Background: an optimization exercise with open tools, aiming at small area, a short achievable clock period and few clock cycles per item. Do not read the settings as production practice. RTL that was checked went through simulation tests only; none was proved equivalent to the original.

## v6
==> flow/design.v <==
module aes_sbox_q1 (
    input  wire [7:0]  a,
    output wire [11:0] m
);
    function [3:0] gf16_mul(input [3:0] p, input [3:0] q);
        reg [6:0] t;
        begin
            t = ({3'b0, p} & {7{q[0]}}) ^ ({2'b0, p, 1'b0} & {7{q[1]}}) ^
                ({1'b0, p, 2'b0} & {7{q[2]}}) ^ ({p, 3'b0} & {7{q[3]}});
            if (t[6]) t = t ^ 7'b1001100;
            if (t[5]) t = t ^ 7'b0100110;
            if (t[4]) t = t ^ 7'b0010011;
            gf16_mul = t[3:0];
        end
    endfunction
    wire [7:0] c;
    assign c[0] = a[0] ^ a[5] ^ a[7];
    assign c[1] = a[2];
    assign c[2] = a[2] ^ a[3] ^ a[4] ^ a[5] ^ a[6] ^ a[7];
    assign c[3] = a[3] ^ a[4];
    assign c[4] = a[4] ^ a[5] ^ a[6];
    assign c[5] = a[1] ^ a[4] ^ a[6] ^ a[7];
    assign c[6] = a[2] ^ a[3] ^ a[5] ^ a[7];
    assign c[7] = a[5] ^ a[7];
    wire [3:0] ah = c[7:4];
    wire [3:0] al = c[3:0];
    wire [3:0] d  = gf16_mul(gf16_mul(ah, ah), 4'd8) ^ gf16_mul(ah, al) ^ gf16_mul(al, al);
    assign m = {ah, ah ^ al, d};
endmodule
module aes_sbox_q2 (
    input  wire [11:0] m,
    output wire [7:0]  z
);
    function [3:0] gf16_mul(input [3:0] p, input [3:0] q);
        reg [6:0] t;
        begin
            t = ({3'b0, p} & {7{q[0]}}) ^ ({2'b0, p, 1'b0} & {7{q[1]}}) ^
                ({1'b0, p, 2'b0} & {7{q[2]}}) ^ ({p, 3'b0} & {7{q[3]}});
            if (t[6]) t = t ^ 7'b1001100;
            if (t[5]) t = t ^ 7'b0100110;
            if (t[4]) t = t ^ 7'b0010011;
            gf16_mul = t[3:0];
        end
    endfunction
    function [3:0] gf16_inv(input [3:0] p);
        begin
            gf16_inv[0] = p[0] ^ p[1] ^ p[2] ^ (p[0] & p[2]) ^ (p[1] & p[2]) ^
                          (p[0] & p[1] & p[2]) ^ p[3] ^ (p[1] & p[2] & p[3]);
            gf16_inv[1] = (p[0] & p[1]) ^ (p[0] & p[2]) ^ (p[1] & p[2]) ^ p[3] ^
                          (p[1] & p[3]) ^ (p[0] & p[1] & p[3]);
            gf16_inv[2] = (p[0] & p[1]) ^ p[2] ^ (p[0] & p[2]) ^ p[3] ^
                          (p[0] & p[3]) ^ (p[0] & p[2] & p[3]);
            gf16_inv[3] = p[1] ^ p[2] ^ p[3] ^ (p[0] & p[3]) ^ (p[1] & p[3]) ^
                          (p[2] & p[3]) ^ (p[1] & p[2] & p[3]);
        end
    endfunction
    wire [3:0] di = gf16_inv(m[3:0]);
    assign z = {gf16_mul(m[11:8], di), gf16_mul(m[7:4], di)};
endmodule
module aes_sbox_q3 (
    input  wire [7:0] z,
    output wire [7:0] y
);
    assign y[0] = z[0] ^ z[2] ^ z[6] ^ 1'b1;
    assign y[1] = z[0] ^ z[1] ^ z[2] ^ z[3] ^ z[4] ^ z[5] ^ 1'b1;
    assign y[2] = z[0] ^ z[3] ^ z[5] ^ z[6];
    assign y[3] = z[0] ^ z[2] ^ z[5];
    assign y[4] = z[0] ^ z[1] ^ z[3] ^ z[4] ^ z[5];
    assign y[5] = z[1] ^ z[2] ^ z[3] ^ z[5] ^ z[6] ^ z[7] ^ 1'b1;
    assign y[6] = z[4] ^ z[6] ^ z[7] ^ 1'b1;
    assign y[7] = z[1] ^ z[2];
endmodule
module aes256_line (
    input  wire         clk,
    input  wire         rst,         
    input  wire         in_valid,
    output wire         in_ready,
    input  wire [255:0] in_key,
    input  wire [127:0] in_data,
    output reg          out_valid,
    input  wire         out_ready,
    output wire [127:0] out_data
);
    reg         a_valid, b_valid, c_valid;
    reg         a_park,  b_park,  c_park;    
    reg [1:0]   a_tag,   b_tag,   c_tag;     
    reg [3:0]   a_round, b_round, c_round;   
    reg [255:0] a_kwin,  b_kwin,  c_kwin;    
    reg [127:0] a_state;
    reg [191:0] b_m;         
    reg [47:0]  b_km;        
    reg [127:0] c_z;         
    reg [31:0]  c_kz;        
    reg [1:0]   head;        
    reg [1:0]   tail;        
    reg [127:0] out_reg;
    assign out_data = out_reg;
    wire finish   = !c_park && (c_round == 4'd14);
    wire done     = c_valid && (finish || c_park);
    wire oldest   = (c_tag == head);
    wire out_free = !out_valid || out_ready;
    wire c_go     = done && oldest && out_free;
    reg  in_ready_r;
    assign in_ready = in_ready_r;
    wire load     = in_valid && in_ready;
    wire [1:0] head_next      = c_go ? head + 2'd1 : head;
    wire       out_valid_next = c_go || (out_valid && !out_ready);
    genvar g;
    wire [191:0] m1;
    wire [47:0]  km1;
    generate
        for (g = 0; g < 16; g = g + 1) begin : g_q1
            aes_sbox_q1 u_q1 (.a(a_state[127-8*g -: 8]), .m(m1[191-12*g -: 12]));
        end
        for (g = 0; g < 4; g = g + 1) begin : g_kq1
            aes_sbox_q1 u_q1 (.a(a_kwin[31-8*g -: 8]), .m(km1[47-12*g -: 12]));
        end
    endgenerate
    wire [127:0] z2;
    wire [31:0]  kz2;
    generate
        for (g = 0; g < 16; g = g + 1) begin : g_q2
            aes_sbox_q2 u_q2 (.m(b_m[191-12*g -: 12]), .z(z2[127-8*g -: 8]));
        end
        for (g = 0; g < 4; g = g + 1) begin : g_kq2
            aes_sbox_q2 u_q2 (.m(b_km[47-12*g -: 12]), .z(kz2[31-8*g -: 8]));
        end
    endgenerate
    wire [127:0] sub_bytes;
    wire [31:0]  sub_word;   
    generate
        for (g = 0; g < 16; g = g + 1) begin : g_q3
            aes_sbox_q3 u_q3 (.z(c_z[127-8*g -: 8]), .y(sub_bytes[127-8*g -: 8]));
        end
        for (g = 0; g < 4; g = g + 1) begin : g_kq3
            aes_sbox_q3 u_q3 (.z(c_kz[31-8*g -: 8]), .y(sub_word[31-8*g -: 8]));
        end
    endgenerate
    wire [127:0] shift_rows;
    generate
        for (g = 0; g < 16; g = g + 1) begin : g_sr
            localparam integer R = g % 4;
            localparam integer C = g / 4;
            localparam integer SRC = 4 * ((C + R) % 4) + R;
            assign shift_rows[127-8*g -: 8] = sub_bytes[127-8*SRC -: 8];
        end
    endgenerate
    function [7:0] xtime(input [7:0] b);
        xtime = {b[6:0], 1'b0} ^ (b[7] ? 8'h1b : 8'h00);
    endfunction
    function [31:0] mix_column(input [31:0] col);
        reg [7:0] a0, a1, a2, a3;
        begin
            a0 = col[31:24]; a1 = col[23:16]; a2 = col[15:8]; a3 = col[7:0];
            mix_column[31:24] = xtime(a0) ^ xtime(a1) ^ a1 ^ a2 ^ a3;
            mix_column[23:16] = a0 ^ xtime(a1) ^ xtime(a2) ^ a2 ^ a3;
            mix_column[15:8]  = a0 ^ a1 ^ xtime(a2) ^ xtime(a3) ^ a3;
            mix_column[7:0]   = xtime(a0) ^ a0 ^ a1 ^ a2 ^ xtime(a3);
        end
    endfunction
    wire [127:0] mix_columns = {mix_column(shift_rows[127:96]), mix_column(shift_rows[95:64]),
                                mix_column(shift_rows[63:32]),  mix_column(shift_rows[31:0])};
    wire [127:0] round_key = c_kwin[127:0];
    wire [127:0] round_out = mix_columns ^ round_key;    
    wire [127:0] final_out = shift_rows ^ round_key;     
    reg [7:0] rcon;
    always @(*) begin
        case (c_round[3:1])
            3'd0: rcon = 8'h01;
            3'd1: rcon = 8'h02;
            3'd2: rcon = 8'h04;
            3'd3: rcon = 8'h08;
            3'd4: rcon = 8'h10;
            3'd5: rcon = 8'h20;
            default: rcon = 8'h40;
        endcase
    end
    wire [31:0] temp = c_round[0] ? {sub_word[23:16] ^ rcon, sub_word[15:0], sub_word[31:24]}
                                  : sub_word;
    wire [31:0] p0 = c_kwin[255:224];
    wire [31:0] p1 = p0 ^ c_kwin[223:192];
    wire [31:0] p2 = p1 ^ c_kwin[191:160];
    wire [31:0] p3 = p2 ^ c_kwin[159:128];
    wire [127:0] next_words = {p0 ^ temp, p1 ^ temp, p2 ^ temp, p3 ^ temp};
    always @(posedge clk) begin
        if (rst) begin
            a_valid   <= 1'b0;
            b_valid   <= 1'b0;
            c_valid   <= 1'b0;
            out_valid <= 1'b0;
            head      <= 2'd0;
            tail      <= 2'd0;
            in_ready_r <= 1'b1;
        end else begin
            in_ready_r <= !load && (!b_valid || ((b_park || b_round == 4'd14) &&
                                                 b_tag == head_next && !out_valid_next));
            b_valid <= a_valid;
            c_valid <= b_valid;
            a_valid <= load || (c_valid && !c_go);
            if (load)
                tail <= tail + 2'd1;
            head      <= head_next;
            out_valid <= out_valid_next;
        end
    end
    always @(posedge clk) begin
        b_park  <= a_park;
        b_tag   <= a_tag;
        b_round <= a_round;
        b_kwin  <= a_kwin;
        b_m     <= m1;
        b_km    <= km1;
        c_park  <= b_park;
        c_tag   <= b_tag;
        c_round <= b_round;
        c_kwin  <= b_kwin;
        c_z     <= z2;
        c_kz    <= kz2;
        if (in_ready_r) begin
            a_park  <= 1'b0;
            a_tag   <= tail;
            a_round <= 4'd1;
            a_state <= in_data ^ in_key[255:128];
            a_kwin  <= in_key;
        end else begin
            a_park  <= c_park || finish;
            a_tag   <= c_tag;
            a_round <= c_round + 4'd1;
            a_state <= round_out;
            a_kwin  <= {c_kwin[127:0], c_park ? c_kwin[127:0] : finish ? final_out : next_words};
        end
        if (c_go)
            out_reg <= c_park ? c_kwin[127:0] : final_out;
    end
endmodule
export LEC_CHECK = 0
export ABC_CLOCK_PERIOD_IN_PS = 2800
export CAP_MARGIN = 20
export CORE_MARGIN = 2
export CORE_UTILIZATION = 45
export CTS_CLUSTER_DIAMETER = 120
export CTS_CLUSTER_SIZE = 26
export PLACE_DENSITY = 0.7
export SETUP_SLACK_MARGIN = 4.7
export SLEW_MARGIN = 20
create_clock -name core_clock -period 7.5 [get_ports {clk}]
standard.sh (not shown) runs the stock make flow with config.mk's settings and CLKGATE_MAP_FILE= SYNTH_SCRIPT=/design/flow/synth_recipe.tcl, a recipe that flattens the netlist after the stock synthesis.
==> flow/flow/run.sh <==
#!/bin/bash
# Own flow: the standard layout (standard.sh) with two changes:
#  - Yosys's ABC technology mapping uses flow/abc_area.script, an area-oriented
#    script, in place of ORFS's speed script; everything else in synthesis
#    (register mapping, flattening, renaming) is the standard synthesis;
#  - the port buffers that placement inserts on every input and output are
#    buf_2 cells rather than the delay cell buffer_ports picks by default.
# The make output goes to orfs_make.log; ORFS keeps each tool's log in orfs/logs.
set -euo pipefail
W=$(pwd)
sed "s#^source \$::env(SCRIPTS_DIR)/synth.tcl#source $W/my_synth_core.tcl#" synth_recipe.tcl > my_synth.tcl
grep -q my_synth_core.tcl my_synth.tcl
sed 's#^  log_cmd abc {\*}\$abc_args#  set abc_args [lreplace $abc_args 1 1 $::env(MY_ABC_SCRIPT)]\n  log_cmd abc {*}$abc_args#' \
    "$FLOW_HOME/scripts/synth.tcl" > my_synth_core.tcl
grep -q MY_ABC_SCRIPT my_synth_core.tcl
sed -E "s#SYNTH_SCRIPT=[^ ]+#SYNTH_SCRIPT=$W/my_synth.tcl BUFFER_PORTS_ARGS='-buffer_cell sky130_fd_sc_hd__buf_2'#" standard.sh > my_standard.sh
grep -q "SYNTH_SCRIPT=$W/my_synth.tcl" my_standard.sh
export MY_ABC_SCRIPT=$W/flow/abc_area.script
bash my_standard.sh > orfs_make.log 2>&1
==> flow/flow/abc_area.script <==
strash
&get -n
&fraig -x
&put
dc2
strash
&get -n
&dch -f
&nf -R 1000
&put
Input changes introduced in v7 (baseline for comparison: v6):
--- a/flow/design.v
+++ b/flow/design.v
@@ -190,12 +190,12 @@
             out_valid <= 1'b0;
             head      <= 2'd0;
             tail      <= 2'd0;
             in_ready_r <= 1'b1;
         end else begin
-            in_ready_r <= !load && (!b_valid || ((b_park || b_round == 4'd14) &&
-                                                 b_tag == head_next && !out_valid_next));
+            in_ready_r <= !b_valid || ((b_park || b_round == 4'd14) &&
+                                       b_tag == head_next && !out_valid_next);
             b_valid <= a_valid;
             c_valid <= b_valid;
             a_valid <= load || (c_valid && !c_go);
             if (load)
                 tail <= tail + 2'd1;
==> results.txt <==
Between v7 and v6, the difference in fraction of the mapped netlist area in adder cells is negligible.
Re wire length on met3: v7 and v6 aren't equal, and the lower value belongs to v7.
v6 vs v7, origin of the worst setup path: out_reg[33]$_DFFE_PP_ vs out_reg[41]$_DFFE_PP_
Number of clock buffer instances in the layout: v7 > v6
On placed instance area, v7 and v6 are basically level.
v7 and v6 ended up with nearly the same worst setup slack.
On core utilization, v6 tracks v7 almost exactly.
Lower met3 usage in global routing among v7 and v6: v6
Count of filler cells inserted in the layout came out higher on v7 than on v6.
Testbench counts of v7, summed over its fixed seeds: cycles 5,456, blocks 384.
The RTL of v6 was laid out without a check of its function.

## port drivers added, routing unchanged
The results above use ideal ports. As a check the final layouts listed here were re-extracted and re-timed, cells and wires unchanged. Step 1 (the two cells are an assumption about what drives the block):
set clk [get_ports {clk}]
set_driving_cell -lib_cell sky130_fd_sc_hd__clkbuf_16 $clk
set_driving_cell -lib_cell sky130_fd_sc_hd__buf_2 [delete_from_list [all_inputs] $clk]
Step 2 adds t to the input delays and takes it off the output delays; t is the mean of the earliest and latest rising clock arrival at the registers after step 1. Input paths then give back, and output paths get back, about the clock's delay inside the block. Three values: ideal ports, drivers, drivers and shift; two values: the first two.
| run | shift t [ns] | slack for setup (ns) | hold slack, ns | latest minus earliest clock arrival (ns) | cell pins on the clock port's net |
|---|---|---|---|---|---|
| v6 | 0.784 | 4.594 / 4.513 / 4.318 | 0.313 / 0.313 / 0.313 | 0.046 / 0.046 | 1 |
| v7 | 0.766 | 4.595 / 4.519 / 4.440 | 0.322 / 0.322 / 0.322 | 0.040 / 0.040 | 1 |
After both steps setup and hold are still met in every run listed. For v6, which loses most, drivers alone change the setup slack by -0.081 ns; drivers and shift together by -0.276 ns.
